Background: an optimization exercise with open tools, aiming at small area and a short achievable clock period. Do not read the settings as production practice.
Where RTL was checked, it was by simulation tests only, not by an equivalence proof against the original.
For run 2, only the layout was checked, not whether the RTL still works.
The clock port is modelled as an ideal driver, which makes a skipped or thinned clock tree look cheaper than it is; a real chip needs a root buffer or a tree.

--- design/flow/config.mk ---
export PLATFORM = sky130hd
export DESIGN_NAME = cmd_check
export DESIGN_NICKNAME = cmd_check
export VERILOG_FILES = /design/flow/design.v
export SDC_FILE = /design/flow/constraint.sdc
export NUM_CORES = 4
export LEC_CHECK = 0
export CAP_MARGIN = 20
export CORE_MARGIN = 2
export CORE_UTILIZATION = 60
export SLEW_MARGIN = 20
--- design/flow/constraint.sdc ---
create_clock -name core_clock -period 12.0 [get_ports {clk}]
set_input_delay 2.4000 -clock core_clock [delete_from_list [all_inputs] [get_ports {clk}]]
set_output_delay 2.4000 -clock core_clock [all_outputs]
set_load 0.01 [all_outputs]
--- design/flow/design.v ---
module cmd_check (
    input  wire        clk,
    input  wire        rst,           
    input  wire        in_valid,
    input  wire [31:0] in_data,       
    input  wire        in_last,       
    input  wire [2:0]  in_nbytes,     
    input  wire        queue_full,    
    input  wire [3:0]  mode,          
    output reg         res_valid,
    output reg         res_proto,     
    output wire [7:0]  res_status,
    output wire [15:0] res_opcode,
    output wire [15:0] res_tag,
    output wire        res_prio
);
    localparam [7:0] ST_OK             = 8'h00;
    localparam [7:0] ST_BAD_OPCODE     = 8'h10;
    localparam [7:0] ST_BAD_LENGTH     = 8'h11;
    localparam [7:0] ST_LENGTH_EXCEEDS = 8'h12;
    localparam [7:0] ST_BAD_CRC        = 8'h13;
    localparam [7:0] ST_OUT_OF_RANGE   = 8'h15;
    localparam [7:0] ST_WRONG_MODE     = 8'h20;
    localparam [7:0] ST_QUEUE_FULL     = 8'h31;
    function op_known(input [15:0] op);
        op_known = (op[15:12] == 4'h0) & (op[7:6] == 2'b00) & ((op[0] & !op[1] & !op[2] & !op[3] & !op[4] & !op[5] & !op[11]) | (op[1] & !op[2] & !op[3] & !op[4] & !op[5] & op[9] & op[10] & !op[11]) | (!op[1] & !op[2] & !op[3] & op[4] & !op[5] & op[8] & !op[10] & !op[11]) | (op[2] & !op[3] & !op[4] & !op[5] & !op[8] & op[9] & op[10] & !op[11]) | (op[1] & !op[2] & !op[3] & !op[4] & !op[5] & !op[8] & !op[10] & !op[11]) | (!op[0] & op[1] & !op[2] & !op[3] & !op[4] & !op[5] & op[10] & !op[11]) | (!op[2] & !op[3] & op[4] & !op[5] & op[8] & op[9] & !op[10] & !op[11]) | (op[0] & !op[1] & !op[2] & !op[3] & !op[4] & !op[5] & !op[9] & !op[10]) | (!op[0] & !op[1] & !op[2] & !op[3] & !op[4] & op[5] & op[8] & !op[10] & !op[11]) | (!op[0] & !op[1] & !op[2] & !op[3] & op[4] & !op[5] & !op[9] & op[10] & !op[11]) | (!op[0] & op[1] & !op[2] & !op[3] & !op[4] & !op[5] & !op[9] & !op[10] & op[11]) | (op[0] & !op[1] & !op[2] & !op[3] & !op[5] & !op[8] & !op[9] & op[10] & !op[11]) | (!op[0] & !op[1] & !op[2] & !op[3] & op[4] & op[8] & !op[9] & !op[10] & !op[11]));
    endfunction
    function len_ok(input [15:0] op, input [12:0] L);
        len_ok =
            (((op[5] & !op[9]) | (!op[1] & !op[8] & !op[9] & !op[10]) | (!op[0] & !op[1] & op[2]) | (!op[0] & op[8] & op[9] & op[10]) | (op[0] & !op[1] & op[4] & op[9]) | (op[0] & op[8] & !op[9] & op[10]) | (!op[0] & !op[8] & !op[9] & !op[10] & !op[11]) | (op[0] & op[1] & !op[2] & !op[8] & op[10])) && (L == 13'd0)) |
            (((op[0] & op[1] & !op[9])) && (L <= 13'd4092)) |
            (((!op[5] & op[8] & !op[9] & !op[10] & !op[11]) | (op[1] & op[2]) | (op[0] & op[1] & op[8]) | (op[0] & op[2]) | (!op[0] & op[8] & op[11]) | (op[0] & !op[4] & !op[8] & !op[9] & op[10])) && (L == 13'd4)) |
            (((!op[1] & !op[8] & op[9] & !op[10])) && (L >= 13'd8 && L <= 13'd4084)) |
            (((!op[0] & !op[8] & op[9] & !op[10])) && (L >= 13'd8 && L <= 13'd1032)) |
            (((op[1] & !op[9] & op[10]) | (op[1] & !op[8] & op[11]) | (op[0] & op[4] & !op[8]) | (op[4] & op[8] & op[10]) | (!op[1] & op[8] & op[9] & op[10]) | (op[0] & op[1] & !op[8] & op[9] & !op[10])) && (L == 13'd8)) |
            (((op[0] & !op[4] & op[8] & op[9] & !op[10])) && (L >= 13'd6 && L <= 13'd2050)) |
            (((!op[0] & !op[1] & op[4] & op[9])) && (L >= 13'd4)) |
            (((!op[0] & op[1] & op[4])) && (L == 13'd12)) |
            (((op[5] & op[9])) && (L >= 13'd14 && L <= 13'd24)) |
            (((!op[0] & op[4] & !op[8])) && (L == 13'd44)) |
            (((!op[1] & !op[2] & !op[8] & op[9] & op[10])) && (L == 13'd260)) |
            (((!op[0] & !op[2] & !op[8] & op[9] & op[10])) && (L >= 13'd13)) |
            (((!op[1] & op[8] & op[11])) && (L == 13'd20));
    endfunction
    function mode_ok(input [15:0] op, input [3:0] md);
        reg [7:0] allowed;
        begin
            allowed[0] = (!op[8] & !op[9] & !op[10] & !op[11]);
            allowed[1] = (op[1] & !op[8] & op[9] & op[10]) | (op[8] & !op[9] & op[10]) | (!op[8] & !op[9] & !op[10] & !op[11]) | (!op[0] & op[2]) | (!op[2] & !op[8] & op[9] & op[10]);
            allowed[2] = (!op[8]) | (op[1]) | (op[0] & !op[10] & !op[11]) | (!op[9] & op[10]) | (op[4] & op[9]) | (op[4] & op[5]);
            allowed[3] = (!op[8]) | (op[4]) | (op[1]) | (op[0] & !op[10] & !op[11]) | (!op[9] & op[10]);
            allowed[4] = (!op[4] & !op[5]) | (op[9]) | (op[10]) | (op[0]) | (op[4] & op[5]);
            allowed[5] = (!op[2] & !op[8]) | (!op[0] & op[1]) | (op[0] & !op[10] & !op[11]) | (!op[9] & op[10]) | (!op[0] & !op[5] & op[9]) | (op[4] & op[5]) | (op[1] & op[2]);
            allowed[6] = (op[0] & !op[10] & !op[11]) | (!op[0] & !op[5] & op[9]) | (!op[8] & !op[10]) | (op[8] & !op[9] & op[10]) | (op[5] & !op[9]) | (op[0] & op[1] & !op[8]) | (!op[2] & !op[8] & op[9]);
            allowed[7] = (!op[8] & !op[10]) | (!op[5] & op[9] & !op[10]) | (op[1] & !op[8] & op[9]) | (op[8] & !op[9] & op[10]) | (!op[0] & op[2]) | (op[4] & op[5]) | (!op[2] & !op[8] & op[9]);
            mode_ok = !md[3] && allowed[md[2:0]];
        end
    endfunction
    localparam [2:0] S_H0 = 3'd0, S_H1 = 3'd1, S_H2 = 3'd2,
                     S_FULL = 3'd4, S_PART = 3'd5, S_DONE = 3'd6;
    reg  [2:0]  nxt;           
    reg  [2:0]  cur;           
    reg         xh;            
    reg         v;             
    reg         l1, q1;        
    reg         mok1;          
    reg         nbok1;         
    reg         fin1;          
    reg  [31:0] x;
    reg  [10:0] cnt;           
    reg  [1:0]  r;             
    reg  [15:0] op_r, tag_r;   
    reg         prio_r;
    reg         over_r;        
    reg         p1;            
    reg         hz1;           
    reg         vrf_r;         
    reg         lenok_r;       
    reg         hok_r;         
    reg         cok_r;         
    reg  [4:0]  stat_r;        
    wire take  = in_valid & ~rst;
    wire dec   = v & (cur == S_FULL);
    wire cnt0  = dec ? (cnt == 11'd1) : (cnt == 11'd0);
    wire n_hdr = !nxt[2];
    wire n_part = (nxt == S_PART);
    reg [2:0] nxt_n;
    always @(*) begin
        if (in_last)
            nxt_n = S_H0;
        else case (nxt)
            S_H0:    nxt_n = S_H1;
            S_H1:    nxt_n = S_H2;
            S_H2:    nxt_n = S_FULL;
            S_FULL:  nxt_n = !cnt0 ? S_FULL : (r == 2'd0) ? S_DONE : S_PART;
            default: nxt_n = S_DONE;
        endcase
    end
    wire [15:0] c16_a = {x[7:0], x[15:8]};       
    wire [15:0] c16_y;
    wire [15:0] c16_b = c16_y ^ {x[23:16], x[31:24]};
    wire [15:0] c16_z;
    wire m16a_t16 = c16_a[9] ^ c16_a[13];
    wire m16a_t17 = c16_a[10] ^ c16_a[14];
    wire m16a_t18 = c16_a[4] ^ c16_a[8];
    wire m16a_t19 = c16_a[7] ^ c16_a[15];
    wire m16a_t20 = c16_a[6] ^ m16a_t17;
    wire m16a_t21 = c16_a[5] ^ m16a_t16;
    wire m16a_t22 = c16_a[12] ^ m16a_t18;
    wire m16a_t23 = c16_a[3] ^ c16_a[11];
    wire m16a_t24 = c16_a[1] ^ c16_a[12];
    wire m16a_t25 = c16_a[0] ^ c16_a[11];
    wire m16a_t26 = c16_a[2] ^ c16_a[13];
    wire m16a_t27 = c16_a[14] ^ m16a_t23;
    wire m16a_t28 = m16a_t21 ^ m16a_t24;
    wire m16a_t29 = m16a_t22 ^ m16a_t25;
    wire m16a_t30 = c16_a[15] ^ m16a_t22;
    wire m16a_t31 = c16_a[11] ^ m16a_t20;
    wire m16a_t32 = m16a_t19 ^ m16a_t27;
    wire m16a_t33 = m16a_t26 ^ m16a_t20;
    wire m16a_t34 = m16a_t21 ^ m16a_t29;
    wire m16a_t35 = m16a_t20 ^ m16a_t28;
    wire m16a_t36 = m16a_t19 ^ m16a_t26;
    wire m16a_t37 = m16a_t36 ^ m16a_t31;
    wire m16a_t38 = c16_a[8] ^ c16_a[12];
    wire m16a_t39 = m16a_t38 ^ m16a_t32;
    wire m16a_t40 = m16a_t16 ^ m16a_t30;
    wire m16a_t41 = m16a_t17 ^ m16a_t21;
    wire m16a_t42 = c16_a[15] ^ m16a_t31;
    wire m16a_t43 = c16_a[0] ^ m16a_t18;
    wire m16a_t44 = m16a_t19 ^ m16a_t43;
    wire m16a_t45 = c16_a[8] ^ c16_a[1];
    wire m16a_t46 = c16_a[5] ^ c16_a[9];
    wire m16a_t47 = m16a_t45 ^ m16a_t46;
    wire m16a_t48 = c16_a[9] ^ c16_a[2];
    wire m16a_t49 = c16_a[10] ^ c16_a[6];
    wire m16a_t50 = m16a_t48 ^ m16a_t49;
    wire m16a_t51 = c16_a[7] ^ c16_a[10];
    wire m16a_t52 = m16a_t23 ^ m16a_t51;
    assign c16_y[0] = m16a_t29;
    assign c16_y[1] = m16a_t28;
    assign c16_y[2] = m16a_t33;
    assign c16_y[3] = m16a_t32;
    assign c16_y[4] = m16a_t30;
    assign c16_y[5] = m16a_t34;
    assign c16_y[6] = m16a_t35;
    assign c16_y[7] = m16a_t37;
    assign c16_y[8] = m16a_t39;
    assign c16_y[9] = m16a_t40;
    assign c16_y[10] = m16a_t41;
    assign c16_y[11] = m16a_t42;
    assign c16_y[12] = m16a_t44;
    assign c16_y[13] = m16a_t47;
    assign c16_y[14] = m16a_t50;
    assign c16_y[15] = m16a_t52;
    wire m16b_t16 = c16_b[9] ^ c16_b[13];
    wire m16b_t17 = c16_b[10] ^ c16_b[14];
    wire m16b_t18 = c16_b[4] ^ c16_b[8];
    wire m16b_t19 = c16_b[7] ^ c16_b[15];
    wire m16b_t20 = c16_b[6] ^ m16b_t17;
    wire m16b_t21 = c16_b[5] ^ m16b_t16;
    wire m16b_t22 = c16_b[12] ^ m16b_t18;
    wire m16b_t23 = c16_b[3] ^ c16_b[11];
    wire m16b_t24 = c16_b[1] ^ c16_b[12];
    wire m16b_t25 = c16_b[0] ^ c16_b[11];
    wire m16b_t26 = c16_b[2] ^ c16_b[13];
    wire m16b_t27 = c16_b[14] ^ m16b_t23;
    wire m16b_t28 = m16b_t21 ^ m16b_t24;
    wire m16b_t29 = m16b_t22 ^ m16b_t25;
    wire m16b_t30 = c16_b[15] ^ m16b_t22;
    wire m16b_t31 = c16_b[11] ^ m16b_t20;
    wire m16b_t32 = m16b_t19 ^ m16b_t27;
    wire m16b_t33 = m16b_t26 ^ m16b_t20;
    wire m16b_t34 = m16b_t21 ^ m16b_t29;
    wire m16b_t35 = m16b_t20 ^ m16b_t28;
    wire m16b_t36 = m16b_t19 ^ m16b_t26;
    wire m16b_t37 = m16b_t36 ^ m16b_t31;
    wire m16b_t38 = c16_b[8] ^ c16_b[12];
    wire m16b_t39 = m16b_t38 ^ m16b_t32;
    wire m16b_t40 = m16b_t16 ^ m16b_t30;
    wire m16b_t41 = m16b_t17 ^ m16b_t21;
    wire m16b_t42 = c16_b[15] ^ m16b_t31;
    wire m16b_t43 = c16_b[0] ^ m16b_t18;
    wire m16b_t44 = m16b_t19 ^ m16b_t43;
    wire m16b_t45 = c16_b[8] ^ c16_b[1];
    wire m16b_t46 = c16_b[5] ^ c16_b[9];
    wire m16b_t47 = m16b_t45 ^ m16b_t46;
    wire m16b_t48 = c16_b[9] ^ c16_b[2];
    wire m16b_t49 = c16_b[10] ^ c16_b[6];
    wire m16b_t50 = m16b_t48 ^ m16b_t49;
    wire m16b_t51 = c16_b[7] ^ c16_b[10];
    wire m16b_t52 = m16b_t23 ^ m16b_t51;
    assign c16_z[0] = m16b_t29;
    assign c16_z[1] = m16b_t28;
    assign c16_z[2] = m16b_t33;
    assign c16_z[3] = m16b_t32;
    assign c16_z[4] = m16b_t30;
    assign c16_z[5] = m16b_t34;
    assign c16_z[6] = m16b_t35;
    assign c16_z[7] = m16b_t37;
    assign c16_z[8] = m16b_t39;
    assign c16_z[9] = m16b_t40;
    assign c16_z[10] = m16b_t41;
    assign c16_z[11] = m16b_t42;
    assign c16_z[12] = m16b_t44;
    assign c16_z[13] = m16b_t47;
    assign c16_z[14] = m16b_t50;
    assign c16_z[15] = m16b_t52;
    wire [31:0] c32_x = x;
    wire [31:0] c32_n;
    wire m32_t32 = c32_x[0] ^ c32_x[22];
    wire m32_t33 = c32_x[2] ^ c32_x[7];
    wire m32_t34 = c32_x[3] ^ c32_x[21];
    wire m32_t35 = c32_x[1] ^ c32_x[23];
    wire m32_t36 = c32_x[4] ^ m32_t32;
    wire m32_t37 = c32_x[5] ^ c32_x[12];
    wire m32_t38 = c32_x[13] ^ c32_x[29];
    wire m32_t39 = c32_x[6] ^ c32_x[11];
    wire m32_t40 = c32_x[10] ^ c32_x[26];
    wire m32_t41 = c32_x[17] ^ c32_x[24];
    wire m32_t42 = c32_x[19] ^ c32_x[27];
    wire m32_t43 = c32_x[14] ^ c32_x[30];
    wire m32_t44 = c32_x[16] ^ c32_x[28];
    wire m32_t45 = c32_x[18] ^ c32_x[25];
    wire m32_t46 = c32_x[15] ^ c32_x[31];
    wire m32_t47 = c32_x[8] ^ c32_x[9];
    wire m32_t48 = c32_x[20] ^ m32_t33;
    wire m32_t49 = c32_x[23] ^ m32_t44;
    wire m32_t50 = c32_x[3] ^ c32_x[5];
    wire m32_t51 = c32_x[4] ^ c32_x[24];
    wire m32_t52 = c32_x[25] ^ c32_x[29];
    wire m32_t53 = c32_x[28] ^ m32_t34;
    wire m32_t54 = m32_t38 ^ m32_t43;
    wire m32_t55 = m32_t35 ^ m32_t42;
    wire m32_t56 = c32_x[8] ^ m32_t37;
    wire m32_t57 = m32_t36 ^ m32_t45;
    wire m32_t58 = c32_x[18] ^ c32_x[26];
    wire m32_t59 = c32_x[0] ^ c32_x[12];
    wire m32_t60 = c32_x[9] ^ c32_x[14];
    wire m32_t61 = c32_x[2] ^ c32_x[20];
    wire m32_t62 = c32_x[27] ^ c32_x[30];
    wire m32_t63 = c32_x[31] ^ m32_t40;
    wire m32_t64 = c32_x[7] ^ m32_t46;
    wire m32_t65 = m32_t35 ^ m32_t41;
    wire m32_t66 = m32_t39 ^ m32_t40;
    wire m32_t67 = m32_t38 ^ m32_t59;
    wire m32_t68 = m32_t33 ^ m32_t34;
    wire m32_t69 = c32_x[6] ^ c32_x[26];
    wire m32_t70 = c32_x[13] ^ c32_x[17];
    wire m32_t71 = c32_x[2] ^ c32_x[28];
    wire m32_t72 = c32_x[0] ^ c32_x[31];
    wire m32_t73 = c32_x[7] ^ c32_x[13];
    wire m32_t74 = c32_x[11] ^ c32_x[15];
    wire m32_t75 = c32_x[8] ^ c32_x[22];
    wire m32_t76 = c32_x[9] ^ c32_x[15];
    wire m32_t77 = c32_x[6] ^ c32_x[10];
    wire m32_t78 = c32_x[7] ^ c32_x[16];
    wire m32_t79 = c32_x[6] ^ m32_t46;
    wire m32_t80 = c32_x[20] ^ m32_t43;
    wire m32_t81 = m32_t52 ^ m32_t61;
    wire m32_t82 = c32_x[10] ^ m32_t34;
    wire m32_t83 = m32_t33 ^ m32_t60;
    wire m32_t84 = c32_x[24] ^ m32_t47;
    wire m32_t85 = m32_t37 ^ m32_t46;
    wire m32_t86 = c32_x[25] ^ m32_t39;
    wire m32_t87 = m32_t50 ^ m32_t77;
    wire m32_t88 = c32_x[5] ^ m32_t32;
    wire m32_t89 = c32_x[27] ^ m32_t47;
    wire m32_t90 = c32_x[22] ^ m32_t51;
    wire m32_t91 = c32_x[9] ^ m32_t66;
    wire m32_t92 = c32_x[21] ^ m32_t36;
    wire m32_t93 = c32_x[1] ^ m32_t54;
    wire m32_t94 = m32_t68 ^ m32_t79;
    wire m32_t95 = m32_t48 ^ m32_t51;
    wire m32_t96 = m32_t53 ^ m32_t72;
    wire m32_t97 = m32_t41 ^ m32_t82;
    wire m32_t98 = m32_t45 ^ m32_t53;
    wire m32_t99 = m32_t41 ^ m32_t49;
    wire m32_t100 = m32_t45 ^ m32_t64;
    wire m32_t101 = m32_t36 ^ m32_t48;
    wire m32_t102 = m32_t44 ^ m32_t55;
    wire m32_t103 = c32_x[3] ^ c32_x[8];
    wire m32_t104 = c32_x[16] ^ m32_t35;
    wire m32_t105 = m32_t69 ^ m32_t103;
    wire m32_t106 = m32_t104 ^ m32_t105;
    wire m32_t107 = m32_t101 ^ m32_t106;
    wire m32_t108 = c32_x[4] ^ c32_x[5];
    wire m32_t109 = m32_t108 ^ m32_t68;
    wire m32_t110 = m32_t65 ^ m32_t89;
    wire m32_t111 = m32_t109 ^ m32_t110;
    wire m32_t112 = m32_t71 ^ m32_t84;
    wire m32_t113 = m32_t87 ^ m32_t57;
    wire m32_t114 = m32_t112 ^ m32_t113;
    wire m32_t115 = c32_x[4] ^ c32_x[7];
    wire m32_t116 = c32_x[19] ^ m32_t35;
    wire m32_t117 = m32_t50 ^ m32_t52;
    wire m32_t118 = m32_t115 ^ m32_t116;
    wire m32_t119 = m32_t117 ^ m32_t91;
    wire m32_t120 = m32_t118 ^ m32_t119;
    wire m32_t121 = m32_t62 ^ m32_t66;
    wire m32_t122 = m32_t56 ^ m32_t95;
    wire m32_t123 = m32_t121 ^ m32_t122;
    wire m32_t124 = m32_t37 ^ m32_t73;
    wire m32_t125 = m32_t86 ^ m32_t89;
    wire m32_t126 = m32_t124 ^ m32_t96;
    wire m32_t127 = m32_t125 ^ m32_t126;
    wire m32_t128 = c32_x[3] ^ c32_x[10];
    wire m32_t129 = m32_t60 ^ m32_t61;
    wire m32_t130 = m32_t128 ^ m32_t67;
    wire m32_t131 = m32_t49 ^ m32_t129;
    wire m32_t132 = m32_t130 ^ m32_t131;
    wire m32_t133 = c32_x[4] ^ m32_t74;
    wire m32_t134 = m32_t133 ^ m32_t97;
    wire m32_t135 = m32_t93 ^ m32_t134;
    wire m32_t136 = c32_x[2] ^ c32_x[11];
    wire m32_t137 = c32_x[16] ^ m32_t43;
    wire m32_t138 = m32_t136 ^ m32_t85;
    wire m32_t139 = m32_t137 ^ m32_t57;
    wire m32_t140 = m32_t138 ^ m32_t139;
    wire m32_t141 = c32_x[19] ^ m32_t70;
    wire m32_t142 = m32_t46 ^ m32_t56;
    wire m32_t143 = m32_t141 ^ m32_t101;
    wire m32_t144 = m32_t142 ^ m32_t143;
    wire m32_t145 = c32_x[5] ^ c32_x[13];
    wire m32_t146 = m32_t58 ^ m32_t145;
    wire m32_t147 = m32_t83 ^ m32_t146;
    wire m32_t148 = m32_t92 ^ m32_t147;
    wire m32_t149 = c32_x[14] ^ c32_x[15];
    wire m32_t150 = m32_t75 ^ m32_t149;
    wire m32_t151 = m32_t87 ^ m32_t55;
    wire m32_t152 = m32_t150 ^ m32_t151;
    wire m32_t153 = m32_t39 ^ m32_t76;
    wire m32_t154 = m32_t49 ^ m32_t153;
    wire m32_t155 = m32_t95 ^ m32_t154;
    wire m32_t156 = c32_x[0] ^ m32_t78;
    wire m32_t157 = m32_t52 ^ m32_t56;
    wire m32_t158 = m32_t156 ^ m32_t97;
    wire m32_t159 = m32_t157 ^ m32_t158;
    wire m32_t160 = c32_x[1] ^ c32_x[26];
    wire m32_t161 = c32_x[30] ^ m32_t39;
    wire m32_t162 = m32_t70 ^ m32_t47;
    wire m32_t163 = m32_t160 ^ m32_t161;
    wire m32_t164 = m32_t162 ^ m32_t57;
    wire m32_t165 = m32_t163 ^ m32_t164;
    wire m32_t166 = c32_x[18] ^ m32_t37;
    wire m32_t167 = m32_t83 ^ m32_t55;
    wire m32_t168 = m32_t63 ^ m32_t166;
    wire m32_t169 = m32_t167 ^ m32_t168;
    wire m32_t170 = m32_t73 ^ m32_t74;
    wire m32_t171 = m32_t40 ^ m32_t90;
    wire m32_t172 = m32_t170 ^ m32_t102;
    wire m32_t173 = m32_t171 ^ m32_t172;
    wire m32_t174 = c32_x[11] ^ c32_x[14];
    wire m32_t175 = c32_x[27] ^ m32_t174;
    wire m32_t176 = m32_t81 ^ m32_t56;
    wire m32_t177 = m32_t175 ^ m32_t99;
    wire m32_t178 = m32_t176 ^ m32_t177;
    wire m32_t179 = c32_x[30] ^ m32_t69;
    wire m32_t180 = m32_t76 ^ m32_t41;
    wire m32_t181 = m32_t67 ^ m32_t179;
    wire m32_t182 = m32_t180 ^ m32_t98;
    wire m32_t183 = m32_t181 ^ m32_t182;
    wire m32_t184 = m32_t78 ^ m32_t42;
    wire m32_t185 = m32_t63 ^ m32_t184;
    wire m32_t186 = m32_t93 ^ m32_t57;
    wire m32_t187 = m32_t185 ^ m32_t186;
    wire m32_t188 = c32_x[17] ^ m32_t39;
    wire m32_t189 = m32_t42 ^ m32_t43;
    wire m32_t190 = m32_t44 ^ m32_t50;
    wire m32_t191 = m32_t64 ^ m32_t36;
    wire m32_t192 = m32_t188 ^ m32_t189;
    wire m32_t193 = m32_t190 ^ m32_t191;
    wire m32_t194 = m32_t192 ^ m32_t193;
    wire m32_t195 = c32_x[3] ^ c32_x[17];
    wire m32_t196 = c32_x[29] ^ m32_t32;
    wire m32_t197 = m32_t71 ^ m32_t58;
    wire m32_t198 = m32_t195 ^ m32_t85;
    wire m32_t199 = m32_t196 ^ m32_t197;
    wire m32_t200 = m32_t198 ^ m32_t199;
    wire m32_t201 = c32_x[30] ^ m32_t38;
    wire m32_t202 = m32_t42 ^ m32_t75;
    wire m32_t203 = m32_t58 ^ m32_t48;
    wire m32_t204 = m32_t201 ^ m32_t202;
    wire m32_t205 = m32_t203 ^ m32_t204;
    wire m32_t206 = c32_x[23] ^ m32_t42;
    wire m32_t207 = m32_t47 ^ m32_t80;
    wire m32_t208 = m32_t206 ^ m32_t96;
    wire m32_t209 = m32_t207 ^ m32_t208;
    wire m32_t210 = c32_x[29] ^ m32_t40;
    wire m32_t211 = m32_t84 ^ m32_t49;
    wire m32_t212 = m32_t210 ^ m32_t94;
    wire m32_t213 = m32_t211 ^ m32_t212;
    wire m32_t214 = m32_t62 ^ m32_t65;
    wire m32_t215 = m32_t81 ^ m32_t91;
    wire m32_t216 = m32_t214 ^ m32_t215;
    wire m32_t217 = c32_x[11] ^ c32_x[12];
    wire m32_t218 = c32_x[24] ^ m32_t33;
    wire m32_t219 = m32_t62 ^ m32_t217;
    wire m32_t220 = m32_t63 ^ m32_t218;
    wire m32_t221 = m32_t219 ^ m32_t98;
    wire m32_t222 = m32_t220 ^ m32_t221;
    wire m32_t223 = c32_x[31] ^ m32_t67;
    wire m32_t224 = m32_t86 ^ m32_t48;
    wire m32_t225 = m32_t102 ^ m32_t223;
    wire m32_t226 = m32_t224 ^ m32_t225;
    wire m32_t227 = c32_x[6] ^ c32_x[12];
    wire m32_t228 = m32_t227 ^ m32_t54;
    wire m32_t229 = m32_t99 ^ m32_t92;
    wire m32_t230 = m32_t228 ^ m32_t229;
    wire m32_t231 = m32_t65 ^ m32_t88;
    wire m32_t232 = m32_t54 ^ m32_t100;
    wire m32_t233 = m32_t231 ^ m32_t232;
    wire m32_t234 = c32_x[3] ^ c32_x[19];
    wire m32_t235 = m32_t234 ^ m32_t80;
    wire m32_t236 = m32_t90 ^ m32_t100;
    wire m32_t237 = m32_t235 ^ m32_t236;
    wire m32_t238 = c32_x[1] ^ c32_x[19];
    wire m32_t239 = c32_x[25] ^ m32_t238;
    wire m32_t240 = m32_t88 ^ m32_t239;
    wire m32_t241 = m32_t94 ^ m32_t240;
    assign c32_n[0] = m32_t107;
    assign c32_n[1] = m32_t111;
    assign c32_n[2] = m32_t114;
    assign c32_n[3] = m32_t120;
    assign c32_n[4] = m32_t123;
    assign c32_n[5] = m32_t127;
    assign c32_n[6] = m32_t132;
    assign c32_n[7] = m32_t135;
    assign c32_n[8] = m32_t140;
    assign c32_n[9] = m32_t144;
    assign c32_n[10] = m32_t148;
    assign c32_n[11] = m32_t152;
    assign c32_n[12] = m32_t155;
    assign c32_n[13] = m32_t159;
    assign c32_n[14] = m32_t165;
    assign c32_n[15] = m32_t169;
    assign c32_n[16] = m32_t173;
    assign c32_n[17] = m32_t178;
    assign c32_n[18] = m32_t183;
    assign c32_n[19] = m32_t187;
    assign c32_n[20] = m32_t194;
    assign c32_n[21] = m32_t200;
    assign c32_n[22] = m32_t205;
    assign c32_n[23] = m32_t209;
    assign c32_n[24] = m32_t213;
    assign c32_n[25] = m32_t216;
    assign c32_n[26] = m32_t222;
    assign c32_n[27] = m32_t226;
    assign c32_n[28] = m32_t230;
    assign c32_n[29] = m32_t233;
    assign c32_n[30] = m32_t237;
    assign c32_n[31] = m32_t241;
    wire [31:0] base  = (nxt == S_H0) ? 32'h0000FFFF :
                        n_hdr         ? {16'h0000, c16_z[7:0], c16_z[15:8]} :
                        xh            ? 32'hFFFFFFFF : c32_n;
    wire [3:1]  lanes = {!n_part, !n_part | (r == 2'd3), !n_part | r[1]};
    wire [31:0] x_n   = base ^ (in_data & {{8{lanes[3]}}, {8{lanes[2]}},
                                           {8{lanes[1]}}, 8'hFF});
    always @(posedge clk) begin
        v     <= take;
        l1    <= in_last;
        q1    <= queue_full;
        mok1  <= mode_ok(op_r, mode);
        nbok1 <= in_nbytes[2] | (n_part && (in_nbytes[1:0] >= r));
        if (rst)
            nxt <= S_H0;
        else if (take)
            nxt <= nxt_n;
        cur  <= nxt;
        fin1 <= n_part | ((nxt == S_FULL) & cnt0 & (r == 2'd0));
        p1   <= in_data[0];
        if (in_valid) begin
            x  <= x_n;
            xh <= n_hdr;
        end
        hz1  <= (nxt == S_H1) ? (in_data[15:8] == 8'h01) && (in_data[7:1] == 7'h00) :
                                (in_data[15:0] == 16'h0000);
    end
    wire h0   = (cur == S_H0);
    wire h1   = (cur == S_H1);
    wire h2   = (cur == S_H2);
    wire pay  = cur[2];
    wire done = (cur == S_DONE);
    wire hok_now = (c16_y == {x[31:24], x[23:16]});
    wire cok_now = (r == 2'd0) ? (x == 32'hFFFFFFFF) :
                   (r == 2'd1) ? (x == 32'h00BE26ED) :
                   (r == 2'd2) ? (x == 32'hBE26ED00) : (x == 32'h2DFD1072);
    wire hdr_cpl = pay | (h2 & nbok1);
    wire hok     = h2 ? hok_now : hok_r;
    wire vrf     = h2 ? (vrf_r & hz1) : vrf_r;
    wire len6    = done | (fin1 & nbok1);
    wire cok     = done ? cok_r : cok_now;
    wire good    = hdr_cpl & hok;
    reg [7:0] status;
    always @(*) begin
        if (!hok)                       status = ST_BAD_CRC;
        else if (over_r)                status = ST_LENGTH_EXCEEDS;
        else if (q1)                    status = ST_QUEUE_FULL;
        else if (!vrf)                  status = ST_OUT_OF_RANGE;
        else if (!pay || !len6)         status = ST_BAD_LENGTH;
        else if (!cok)                  status = ST_BAD_CRC;
        else if (!op_known(op_r))       status = ST_BAD_OPCODE;
        else if (!lenok_r)              status = ST_BAD_LENGTH;
        else if (!mok1)                 status = ST_WRONG_MODE;
        else                            status = ST_OK;
    end
    always @(posedge clk) begin
        if (v & h1) begin
            vrf_r   <= hz1;
            cnt     <= x[28:18];
            r       <= x[17:16];
            over_r  <= (x[31:16] > 16'd4096);
            lenok_r <= len_ok(op_r, x[28:16]);
        end else if (dec)
            cnt <= cnt - 11'd1;
        if (v & h2) begin
            vrf_r <= vrf;
            hok_r <= hok_now;
        end
        if (v & fin1)
            cok_r <= cok_now;
        if (v & l1 & !good) begin
            op_r   <= 16'h0000;
            tag_r  <= 16'h0000;
            prio_r <= 1'b0;
        end else begin
            if (v & h0) begin
                op_r  <= ~x[15:0];
                tag_r <= x[31:16];
            end
            if (v & h1)
                prio_r <= p1;
        end
        res_valid <= v & l1 & ~rst;
        res_proto <= !hdr_cpl;
        stat_r    <= hdr_cpl ? {status[5], status[4], status[2:0]} : 5'd0;
    end
    assign res_status = {2'b00, stat_r[4], stat_r[3], 1'b0, stat_r[2:0]};
    assign res_opcode = op_r;
    assign res_tag    = tag_r;
    assign res_prio   = prio_r;
endmodule
--- design/flow/flow/run.sh ---
#!/bin/bash
# Own layout flow: the standard layout (standard.sh), with
# - the clock tree rebuilt after clock tree synthesis as one level of
#   clkbuf_16 buffers, each driving a group of nearby flip-flops, all four
#   driven from the clock port (flow/clock_tree.tcl, run as ORFS's
#   POST_CTS_TCL hook);
# - ORFS's timing repair after global routing (and after clock tree
#   synthesis) aiming for setup slack well above zero, so that the achieved
#   period comes out short; repair may resize a cell to any footprint;
# - the ports buffered with buf_2 cells.
# The SDC, clock period and every other setting are the standard flow's.
set -euo pipefail
here=$(pwd)
margin=$(cat "$here/flow/setup_margin.txt")
export POST_CTS_TCL="$here/flow/post_cts.tcl"
bash standard.sh "SETUP_SLACK_MARGIN=$margin" "MATCH_CELL_FOOTPRINT=0" \
    "BUFFER_PORTS_ARGS=-buffer_cell sky130_fd_sc_hd__buf_2" \
    "POST_CTS_TCL=$here/flow/post_cts.tcl" finish \
    > "$here/standard_sh.log" 2>&1
--- design/flow/flow/clock_tree.tcl ---
proc my_one_level_clock_tree { nbuf } {
  set db [ord::get_db]
  set block [ord::get_db_block]
  set master [$db findMaster sky130_fd_sc_hd__clkbuf_16]
  set clk [$block findNet clk]

  # Walk the tree from the port: buffers and dummy loads are dropped, the
  # rest are sinks.
  set sinks {}
  set drop_insts {}
  set drop_nets {}
  set todo [list $clk]
  while { [llength $todo] } {
    set net [lindex $todo 0]
    set todo [lrange $todo 1 end]
    foreach it [$net getITerms] {
      if { [$it isOutputSignal] } { continue }
      set inst [$it getInst]
      set name [$inst getName]
      if { [string match "clkbuf_*" $name] || [string match "clkload*" $name] } {
        lappend drop_insts $inst
        foreach ot [$inst getITerms] {
          if { [$ot isOutputSignal] && [$ot getNet] ne "NULL" } {
            lappend drop_nets [$ot getNet]
            lappend todo [$ot getNet]
          }
        }
      } else {
        lappend sinks $it
      }
    }
  }
  puts "clock tree: [llength $sinks] sinks, dropping [llength $drop_insts] cells"

  # Sink locations.
  set pts {}
  foreach it $sinks {
    set bb [[$it getInst] getBBox]
    lappend pts [list [expr {([$bb xMin] + [$bb xMax]) / 2.0}] [expr {([$bb yMin] + [$bb yMax]) / 2.0}]]
  }
  # k-means, started from points spread along x then y order.
  set n [llength $pts]
  set sorted [lsort -real -index 0 $pts]
  set cent {}
  for { set k 0 } { $k < $nbuf } { incr k } {
    lappend cent [lindex $sorted [expr {int(($k + 0.5) * $n / $nbuf)}]]
  }
  # Balanced k-means: each group takes at most cap sinks, nearest first.
  set cap [expr {($n + $nbuf - 1) / $nbuf + 1}]
  for { set iter 0 } { $iter < 30 } { incr iter } {
    set pairs {}
    set i 0
    foreach p $pts {
      for { set k 0 } { $k < $nbuf } { incr k } {
        set c [lindex $cent $k]
        lappend pairs [list [expr {abs([lindex $p 0] - [lindex $c 0]) + abs([lindex $p 1] - [lindex $c 1])}] $i $k]
      }
      incr i
    }
    set asg [lrepeat $n -1]
    set used [lrepeat $nbuf 0]
    foreach pr [lsort -real -index 0 $pairs] {
      lassign $pr d i k
      if { [lindex $asg $i] >= 0 || [lindex $used $k] >= $cap } { continue }
      lset asg $i $k
      lset used $k [expr {[lindex $used $k] + 1}]
    }
    set newc {}
    for { set k 0 } { $k < $nbuf } { incr k } {
      set sx 0.0; set sy 0.0; set cnt 0
      foreach p $pts a $asg {
        if { $a == $k } { set sx [expr {$sx + [lindex $p 0]}]; set sy [expr {$sy + [lindex $p 1]}]; incr cnt }
      }
      if { $cnt } { lappend newc [list [expr {$sx / $cnt}] [expr {$sy / $cnt}]] } else { lappend newc [lindex $cent $k] }
    }
    set cent $newc
  }

  # Remove the old tree.
  foreach it $sinks { $it disconnect }
  foreach inst $drop_insts { odb::dbInst_destroy $inst }
  foreach net $drop_nets { odb::dbNet_destroy $net }

  # Build the new one.
  for { set k 0 } { $k < $nbuf } { incr k } {
    set inst [odb::dbInst_create $block $master "clkbuf_leaf_${k}_clk"]
    set net [odb::dbNet_create $block "clknet_leaf_${k}_clk"]
    $net setSigType CLOCK
    foreach it [$inst getITerms] {
      set mt [[$it getMTerm] getName]
      if { $mt eq "A" } { $it connect $clk }
      if { $mt eq "X" } { $it connect $net }
    }
    set c [lindex $cent $k]
    $inst setLocation [expr {int([lindex $c 0])}] [expr {int([lindex $c 1])}]
    $inst setPlacementStatus PLACED
    $inst setSourceType TIMING
    set cnt 0
    foreach it $sinks a $asg {
      if { $a == $k } { $it connect $net; incr cnt }
    }
    puts "clock buffer $k: $cnt sinks at $c"
  }
  $clk setSigType CLOCK
}
--- design/flow/flow/post_cts.tcl ---
# POST_CTS hook: one level of clock buffers instead of TritonCTS's tree.
source [file join [file dirname [info script]] clock_tree.tcl]
my_one_level_clock_tree 4
detailed_placement
check_placement -verbose
estimate_parasitics -placement
report_clock_latency
--- design/flow/flow/setup_margin.txt ---
8.7
--- design/flow/standard.sh ---
#!/bin/bash
# synth_recipe.tcl (not shown) runs the flow's synth.tcl, then flattens the netlist and writes it again
# the make line also repeats each setting of config.mk as NAME=value (left out here)
make -C /OpenROAD-flow-scripts/flow DESIGN_CONFIG=/design/flow/config.mk WORK_HOME=/design/flow/orfs CLKGATE_MAP_FILE= SYNTH_SCRIPT=/design/flow/synth_recipe.tcl "${@:-finish}"
==> results of run 1 <==
area by class of cell, clock buffers not listed:
type	instances	share of cell area [%]
Antenna cell	1	0.0235
Inverter	25	0.881
Multi-Input combinational cell	816	60.6
Sequential cell	105	24.9
Tap cell	211	2.48
Timing Repair Buffer	167	10.2
worst max-delay path, delay by kind of cell:
family | cells | cell delay (ns)
AOI/OAI and AO/OA | 2 | 0.27
buffers and inverters | 2 | 0.60
flip-flops by register name, summed over array words and instances, names as in the netlist, 2 cells and up:
| signal | count |
|---|---|
| r | 2 |
| tag_r | 16 |
| cnt | 11 |
| op_r | 16 |
| stat_r | 5 |
| cur | 3 |
| nxt | 3 |
| x | 32 |
worst max path at each step:
stage,startpoint,cells past startpoint,slack (ns),end
2_1_floorplan,in_nbytes[0],5,8.88,nbok1$_DFF_P_
6_report,in_valid,4,8.78,nxt[1]$_SDFFE_PP0P_
3_5_place_dp,in_valid,4,8.35,nxt[1]$_SDFFE_PP0P_
5_1_grt,in_valid,4,8.67,nxt[1]$_SDFFE_PP0P_
3_3_place_gp,in_valid,4,8.36,nxt[1]$_SDFFE_PP0P_
cells in the mapped netlist (4+ instances only):
library cell | instances | area (um^2)
a211oi_2 | 13 | 163
xor2_1 | 84 | 736
o2111ai_1 | 8 | 70.1
nor2_1 | 54 | 203
or2_2 | 4 | 25.0
edfxtp_1 | 51 | 1530
or4_1 | 8 | 60.1
nor3_1 | 13 | 65.1
nand2b_1 | 12 | 75.1
xnor3_1 | 27 | 608
nand3_1 | 10 | 50.1
buf_4 | 10 | 75.1
a31oi_1 | 9 | 56.3
o31ai_1 | 4 | 30.0
buf_1 | 5 | 18.8
xor3_1 | 6 | 143
xnor2_1 | 218 | 1910
a21oi_1 | 44 | 220
a211oi_1 | 10 | 75.1
clkbuf_1 | 49 | 184
ha_1 | 10 | 125
mux2i_1 | 4 | 40.0
buf_2 | 15 | 75.1
o22ai_1 | 11 | 68.8
nor4b_1 | 5 | 43.8
nor4_1 | 14 | 87.6
o211ai_1 | 4 | 30.0
or3_1 | 6 | 37.5
nand4_1 | 7 | 43.8
nor2b_1 | 6 | 37.5
dfxtp_1 | 54 | 1080
inv_1 | 24 | 90.1
o21ai_0 | 51 | 255
nand2_1 | 104 | 390
cells by family after synthesis:
kind of cell,after synthesis
muxes,6
xor gates and xnor gates,346
adders and majority gates,10
other,1
DFF,105
buffers and inverters,106
and+or+nand+nor,263
AOI/OAI and AO/OA,187
stage by stage:
stage | worst slack, ns | instances | cell area (um^2)
after floorplan | 8.88 | 1026 | 9460
after global placement | 8.36 | 1247 | 9840
after detailed placement | 8.35 | 1247 | 9840
after global routing | 8.67 | 1328 | 10600
final | 8.78 | 1329 | 10600
layer usage:
layer / share of wire [%] / track usage, % / vias up
met5: 0 / 0 / -
met4: 4.5 / 15.1 / 0
met3: 8.2 / 5.90 / 85
met2: 47 / 58.0 / 448
met1: 40 / 45.1 / 3823
li1: - / - / 3691
==> impl_metrics.yaml, run 1 <==
run_status:
  outcome: "finished clean"
logic_synthesis:
  async_reset_ff_share_pct: 0
  yosys_register_bits: 105
  yosys.area_share.adder_pct: 1.32
  synth_edf_count: 51
  synth-xor-area-share_pct: 38.3
  ys.flop_type: "dfxtp_1"
  synth.mux.area_fraction_pct: 0.662
  yosysWarnings: 1
  syn-mean-instance-area_um2: 9.23
  yosysSeqAreaShare_pct: 27.6
  synth_cells: 1024
  synthSimpleGateAreaFrac_pct: 13.6
  synthesis.area_um2: 9450
  synth_compound_area_share_pct: 13.5
  synth_cell_types: 75
  synth_top_family_by_area: "XOR/XNOR gates"
sta:
  post-route-min-period_ns: 3.22
  hold_viol: 0
  max-slew-margin-rel_pct: 38.8
  rsz0062_at_grt: "true"
  maxSlewViolCount: 0
  fin_skew_ns: 0.0204
  fmax_mhz: 310
  setup_viol: 0
  holdWs_ns: 0.444
  worst_pin_slew_ns: 0.918
  timing.final.crit_share_pct: 26.8
  finalSetupTns_ns: 0
worst_setup_path:
  cpMaxStageDelayCell: "clkbuf_4"
  critPathMaxFanout: 38
  critPathLaunchType: "primary input"
  r2r_slack_ns: 8.78
  r2r-end: "x[0]$_DFFE_PP_"
  cp.required_ns: 12.06
  cp.arrival_ns: 3.28
  rr_worst_depth: 7
  r2r_start: "x[7]$_DFFE_PP_"
  setup.worst_path.class: "in -> reg"
  end_kind: "register"
  worstPathCellList: "clkbuf_4, inv_1, o22ai_1, a21oi_1"
  cpPeakStageDelay_ns: 0.46
global_routing:
  antenna_found_initial: 0
  overflow: 0
  grt_max_degree: 49
  grt_use_total_pct: 34.9
  grt_pass1_wl_mm: 43.7
  grt_pass1_vias: 7526
finish:
  syn_to_final_growth_pct: 12.6
  final_core_util_pct: 69.5
  layout-drive-gt1-share_pct: 20.3
  fillerInstances: 1299
  multiInputGateArea_um2: 6450
  final_common_cell: "xnor2_1"
  regArea_um2: 2650
  final_nets: 1173
  final_cell_mix: "216 x xnor2_1, 104 x nand2_1, 84 x xor2_1, 82 x buf_2, 79 x buf_4"
die:
  die_w_um: 130
  initial_core_util_pct: 61.7
  die-area_um2: 16800
  die_h_um: 130
  io_pins: 87
  rows: 45
  core-area_um2: 15300
flow_run:
  cap_violations: 0
detailed_routing:
  drt_iter0_drc: 1030
  drt_drc_violations_left: 0
  drtPass1Iterations: 6
  viasPerCell: 6.05
  wl_mm: 29.3
  wl_per_cell_um: 22.1
  ant_nets: 0
  num_vias: 8047
place:
  gp_congestion: 0.975
  hpwl_mm: 19.1
  io_buffers: 83
worst_hold_path:
  min_to: "prio_r$_SDFFE_PP0P_"
  min_path_type: "reg -> reg"
  whs_path_depth: 2
  hp-start: "p1$_DFF_P_"
clock_tree:
  cts.reportedPaths.clkPinSlew_ns: 0.11
  clkLatencyLatePin_ns: 0.18
  cts_sinks: 105
==> inputs of run 2 (changes only) <==
--- a/design/flow/design.v
+++ b/design/flow/design.v
@@ -64,5 +64,5 @@
     reg         v;             
     reg         l1, q1;        
-    reg         mok1;          
+    reg  [3:0]  m1;            
     reg         nbok1;         
     reg         fin1;          
@@ -461,5 +461,5 @@
         l1    <= in_last;
         q1    <= queue_full;
-        mok1  <= mode_ok(op_r, mode);
+        m1    <= mode;
         nbok1 <= in_nbytes[2] | (n_part && (in_nbytes[1:0] >= r));
         if (rst)
@@ -502,5 +502,5 @@
         else if (!op_known(op_r))       status = ST_BAD_OPCODE;
         else if (!lenok_r)              status = ST_BAD_LENGTH;
-        else if (!mok1)                 status = ST_WRONG_MODE;
+        else if (!mode_ok(op_r, m1))    status = ST_WRONG_MODE;
         else                            status = ST_OK;
     end
==> run 2 against run 1 <==
  * Synthesized cell count rose by 1.9%
  * Global-route usage fell by 0.58 points
  * Critical endpoint unchanged
  * Clock skew fell by 0.0086 ns
  * Still clean
  * Register-to-register slack improved by 0.02 ns
  * Worst setup slack got worse by 0.0048 ns
==> impl_metrics.yaml, run 2 <==
worst_setup_path:
  end_kind: "register"
  cp.required_ns: 12.08
  critPathMaxFanout: 40
  r2r_slack_ns: 8.80
  r2r_start: "x[5]$_DFFE_PP_"
  r2r-end: "x[14]$_DFFE_PP_"
  cpPeakStageDelay_ns: 0.46
  critPathLaunchType: "primary input"
  rr_worst_depth: 9
  startpoint: "in_valid"
  cpMaxStageDelayCell: "clkbuf_4"
  worstPathCellList: "clkbuf_4, a22oi_1, o221a_2"
  cp.arrival_ns: 3.31
  setup.worst_path.class: "in -> reg"
logic_synthesis:
  synth_top_cell_by_area: "xnor2_1"
  ys.flop_type: "dfxtp_1"
  synth_top_area_share_pct: 17.1
  async_reset_ff_share_pct: 0
  yosysMostFrequentCell: "xnor2_1"
  synth_cell_types: 82
  synthesis.area_um2: 9960
  syn-mean-instance-area_um2: 9.55
  yosys_register_bits: 108
  synth_area_leaders: "xnor2_1 17%, edfxtp_1 15%, dfxtp_1 11%, xor2_1 8.1%, xnor3_1 6.6%"
  synth_edf_count: 51
  yosysWarnings: 1
  ys_top_cells_by_count: "194 x xnor2_1, 92 x xor2_1, 76 x nand2_1"
  yosysSeqAreaShare_pct: 26.8
  synth_cells: 1043
global_routing:
  grt_pass1_vias: 7701
  grt_use_total_pct: 34.3
  grt_max_degree: 50
  overflow: 0
  antenna_found_initial: 0
  grt_pass1_wl_mm: 45.8
clock_tree:
  clkLatencyLatePin_ns: 0.17
  cts_sinks: 108
  cts.reportedPaths.clkPinSlew_ns: 0.11
finish:
  fillerInstances: 1374
  final_core_util_pct: 67.7
  final_nets: 1182
  antenna_cells: 0
  postLayoutCellArea_um2: 11100
  regArea_um2: 2710
  largest-register: "x"
  final_cell_mix: "190 x xnor2_1, 90 x xor2_1, 82 x buf_2, 76 x nand2_1, 74 x buf_4"
  final_common_cell: "xnor2_1"
  largest_register_ffs: 32
  top_regs: "x (32), op_r (16), tag_r (16)"
  layout-drive-gt1-share_pct: 21.9
  multiInputGateArea_um2: 6860
  syn_to_final_growth_pct: 11.5
detailed_routing:
  ant_nets: 0
  viasPerCell: 6.08
  drtPass1Iterations: 5
  drt_iter0_drc: 751
  drt_drc_violations_left: 0
  wl_per_cell_um: 22.5
  wl_mm: 30.3
  num_vias: 8180
sta:
  fin_skew_ns: 0.0118
  post-route-min-period_ns: 3.23
  timing.final.crit_share_pct: 26.9
  fmax_mhz: 310
  max-slew-margin-rel_pct: 26.5
  worst_pin_slew_ns: 1.10
  hold_viol: 0
  rsz0062_at_grt: "false"
  setup_viol: 0
  maxSlewViolCount: 0
  finalSetupTns_ns: 0
place:
  dpl-instance-area_um2: 10400
  io_buffers: 83
  hpwl_mm: 20.2
  gp_congestion: 0.960
die:
  rows: 47
  initial_core_util_pct: 60.7
  io_pins: 87
  die_h_um: 133
  core-area_um2: 16400
  die_w_um: 133
  die-area_um2: 17600
worst_hold_path:
  min_to: "tag_r[7]$_SDFFE_PP0P_"
  min_path_type: "reg -> reg"
  whs_path_depth: 2
  hp-start: "tag_r[7]$_SDFFE_PP0P_"
run_status:
  outcome: "finished clean"
flow_run:
  cap_violations: 0
-- run 2: changes by cell type in the layout (fill, tap and decap cells not counted), moves of 8 or more --
cell and delta:
mux2i_1 +15, nor3_2 +30, a211oi_2 -12, nor2b_1 +9, nand2_1 -28, o21ai_0 +16
xnor2_2 +11, a21oi_1 -18, nor3_1 +8, xnor2_1 -26
-- run 2: cell families (layout without fill, tap and decap cells) --
logic type | after synthesis | in the layout | share of synthesized area, %
AO/OA/AOI/OAI | 172 | 172 | 11.2
multiplexers | 19 | 19 | 1.92
other | 1 | 3 | 0.0377
flip-flops | 108 | 108 | 26.8
AND/OR/NAND/NOR | 279 | 279 | 15.9
adder cells (fa/ha/maj) | 10 | 10 | 1.26
XOR/XNOR | 344 | 344 | 37.8
buffers and inverters | 110 | 191 | 5.04
-- run 2: per-layer routing --
| layer | global-route usage (%) | part of all wire (%) |
|---|---|---|
| met5 | 0 | 0 |
| met4 | 16.4 | 5.1 |
| met3 | 3.83 | 7.4 |
| met2 | 55.9 | 47 |
| met1 | 45.9 | 40 |
-- run 2: layout make-up, clock buffers not listed --
type / count / area share (%)
Tap cell: 220 / 2.48
Sequential cell: 108 / 24.4
Timing Repair Buffer: 163 / 9.62
Inverter: 24 / 0.811
Multi-Input combinational cell: 827 / 61.8
-- run 2: metrics by stage --
stage | std cells | setup slack, ns | hold slack [ns]
floorplan | 1045 | 8.87 | 0.329
global placement | 1276 | 8.33 | 0.507
detailed placement | 1276 | 8.33 | 0.514
global route | 1346 | 8.70 | 0.561
finish | 1346 | 8.77 | 0.533
-- run 2: how the worst max path moves through the flow --
stage	to	slack [ns]	cells past startpoint
6_report	nxt[1]$_SDFFE_PP0P_	8.77	3
5_1_grt	prio_r$_SDFFE_PP0P_	8.70	9
3_5_place_dp	nxt[1]$_SDFFE_PP0P_	8.33	3
3_3_place_gp	nxt[1]$_SDFFE_PP0P_	8.33	3
2_1_floorplan	nbok1$_DFF_P_	8.87	5
-- run 2: critical path, delay by kind of cell --
kind | cells | cell delay, ns
buffers and inverters | 1 | 0.46
AO/OA/AOI/OAI | 2 | 0.43

what the ideal ports hide:
How much do the figures lean on ideal ports? The routed layouts below were timed once more, with nothing changed but the port constraints.
Step 1 sets driving cells, clkbuf_16 on the clock port and buf_2 on the other inputs (assumed; they add their load-dependent delay and slew).
Step 2, shift: input delay + t, output delay - t, t = (earliest + latest rising clock arrival at the registers) / 2. This alone moves slack from input paths to output paths.
a / b / c = ideal ports / drivers / drivers and shift; a / b = the first two.
| run | shift t [ns] | setup slack, ns | latest minus earliest clock arrival (ns) | worst slew at a driven data input, ns |
|---|---|---|---|---|
| run 1 | 0.263 | 8.778 / 8.712 / 8.586 | 0.020 / 0.021 | 0.03 |
| run 2 | 0.270 | 8.773 / 8.720 / 8.579 | 0.012 / 0.012 | 0.04 |
After both steps every run listed still meets setup and hold. The setup slack of run 2, which loses most, moves by -0.053 ns with the drivers and by -0.194 ns with both steps.
